This design comes from an exercise in tuning for small area, a short achievable clock period and few clock cycles per item on the open sky130 flow, not from production work. The RTL was checked by simulation tests, not by an equivalence proof against the original design. No activity file was given, so power comes from the tool's default toggle rates.

job 101:
// lzw_dec
module lzw_dec (
    input  wire       clk,
    input  wire       rst,
    input  wire       in_valid,
    output wire       in_ready,
    input  wire [7:0] in_data,
    input  wire       in_last,
    output wire       out_valid,
    input  wire       out_ready,
    output wire [7:0] out_data,
    output wire       done,
    output wire       err
);
export LEC_CHECK = 0
export CAP_MARGIN = 20
export CORE_MARGIN = 2
export CORE_UTILIZATION = 40
export SLEW_MARGIN = 20
create_clock -name core_clock -period 10.0 [get_ports {clk}]
standard.sh (not shown) runs the stock make flow with config.mk's settings and CLKGATE_MAP_FILE= SYNTH_SCRIPT=/design/flow/synth_recipe.tcl, a recipe that flattens the netlist after the stock synthesis.
==> flow/flow/run.sh <==
#!/bin/bash
set -euo pipefail
export SETUP_SLACK_MARGIN=6.3
bash standard.sh > orfs_layout.log 2>&1
Testbench counts of job 101, summed over its fixed seeds: cycles 90,843, items 85,491.
diff inputs: job 101 => job 102
==> flow/run.sh (new file) <==
#!/bin/bash
# synth_recipe.tcl (not shown) runs the flow's synth.tcl, then flattens the netlist and writes it again
# the make line also repeats each setting of config.mk as NAME=value (left out here)
make -C /OpenROAD-flow-scripts/flow DESIGN_CONFIG=/design/flow/config.mk WORK_HOME=/design/flow/orfs CLKGATE_MAP_FILE= SYNTH_SCRIPT=/design/flow/synth_recipe.tcl finish
diff --git a/flow/config.mk b/flow/config.mk
--- a/flow/config.mk
+++ b/flow/config.mk
@@ -9,3 +9,4 @@
 export CORE_MARGIN = 2
 export CORE_UTILIZATION = 40
+export SETUP_SLACK_MARGIN = 5
 export SLEW_MARGIN = 20
removed: flow/flow/run.sh
removed: flow/standard.sh
--- outcome ---
Overall track demand over capacity in global routing is lower on job 102
Job 102 has layout overhead on the synthesized area below what job 101 had.
Summary of job 102 over job 101: worst endpoint required time now smaller, overall routed net length now smaller, power now smaller, clock buffer count now larger.
Cmp job 102 vs job 101: final setup skew lower in job 102

lzw_dec, a different RTL version from the one above (not shown whole).
For scale: roughly 8300 cells after synthesis, about 2500 flip-flops, roughly 25 I/O pins, roughly 110000 sq um of cells after synthesis.
// lzw_dec
module lzw_dec (
    input  wire       clk,
    input  wire       rst,
    input  wire       in_valid,
    output wire       in_ready,
    input  wire [7:0] in_data,
    input  wire       in_last,
    output wire       out_valid,
    input  wire       out_ready,
    output wire [7:0] out_data,
    output wire       done,
    output wire       err
);
clock: 10.0 ns
lec_check: 0
cap_margin: 20
core_margin: 2
core_utilization: 40
slew_margin: 20
run.sh (not shown) runs the stock make flow with config.mk's settings and CLKGATE_MAP_FILE= SYNTH_SCRIPT=/design/flow/synth_recipe.tcl, a recipe that flattens the netlist after the stock synthesis.
Stock flow here: none of the scripts above is used.
Testbench counts at the start, summed over its fixed seeds: cycles 90,458, items 85,491.
==> next run, changes <==
Settings changed: SETUP_SLACK_MARGIN from default to 5.
Result: Wire length goes up by about 3.7%; final area is higher by about 1.7%; worst hold slack got worse by 0.016 ns; synthesized area is unchanged; register-to-register slack gets better by 1.8 ns; via count grows by 1.7%.

lzw_dec with an RTL version that a note above also has.
For scale: about 5,000 cells after synthesis, about 25 I/O pins, about 0.10 mm2 of cells after synthesis.
export LEC_CHECK = 0
export CAP_MARGIN = 20
export CORE_MARGIN = 2
export CORE_UTILIZATION = 40
export SLEW_MARGIN = 20
create_clock -name core_clock -period 10.0 [get_ports {clk}]
standard.sh (not shown) runs the stock make flow with config.mk's settings and CLKGATE_MAP_FILE= SYNTH_SCRIPT=/design/flow/synth_recipe.tcl, a recipe that flattens the netlist after the stock synthesis.
==> flow/flow/run.sh <==
#!/bin/bash
set -euo pipefail
export SETUP_SLACK_MARGIN=7
bash standard.sh > orfs_layout.log 2>&1
The baseline went through all stages and came out clean.
Testbench counts at the start, summed over its fixed seeds: cycles 90,843, items 85,491.
Then changed:
==> flow/flow/run.sh (replaced) <==
#!/bin/bash
set -euo pipefail
export SETUP_SLACK_MARGIN=6.6
bash standard.sh > orfs_layout.log 2>&1
Global-route usage came out lower by 0.83 points.
First-iteration DRC count came out lower by a few percent.
Wire length came out lower by a few percent.
Sequential power stays flat.
Die area is unchanged.
Register-to-register slack is better by 0.02 ns.

-- afterwards: timing with drivers on the ports --
Ports are ideal in the flow. The routed layouts listed here were re-timed in OpenROAD. Step 1: set_driving_cell puts a clkbuf_16 on clk and a buf_2 on each other input, an assumption about the parent block. Step 2 times the ports against the registers' clock, not the clock port: input delays grow and output delays shrink by t, the midpoint of the rising clock arrivals with the driver on. Slacks: no drivers / after step 1 / after step 2; pairs: no drivers / after step 1.
| run | shift t [ns] | setup slack, ns | clock arrival spread, ns | slew at the worst register clock pin (ns) | worst slew at a driven data input, ns |
|---|---|---|---|---|---|
| job 101 | 0.995 | 6.281 / 6.279 / 5.601 | 0.084 / 0.084 | 0.06 / 0.06 | 0.04 |
| job 102 | 0.992 | 5.131 / 5.131 / 5.131 | 0.073 / 0.073 | 0.07 / 0.07 | 0.06 |
| the first run of note 2 | 1.019 | 3.172 / 3.172 / 3.172 | 0.087 / 0.087 | 0.07 / 0.07 | 0.04 |
| the second run of note 2 | 1.018 | 5.020 / 4.976 / 5.020 | 0.067 / 0.067 | 0.07 / 0.07 | 0.03 |
| the first run of note 3 | 0.994 | 6.369 / 6.326 / 5.976 | 0.093 / 0.093 | 0.07 / 0.07 | 0.07 |
| the second run of note 3 | 0.976 | 6.387 / 6.344 / 5.842 | 0.075 / 0.074 | 0.07 / 0.07 | 0.06 |
After both steps setup and hold are still met in every run listed. For job 101, which loses most, drivers alone change the setup slack by -0.002 ns; drivers and shift together by -0.680 ns.
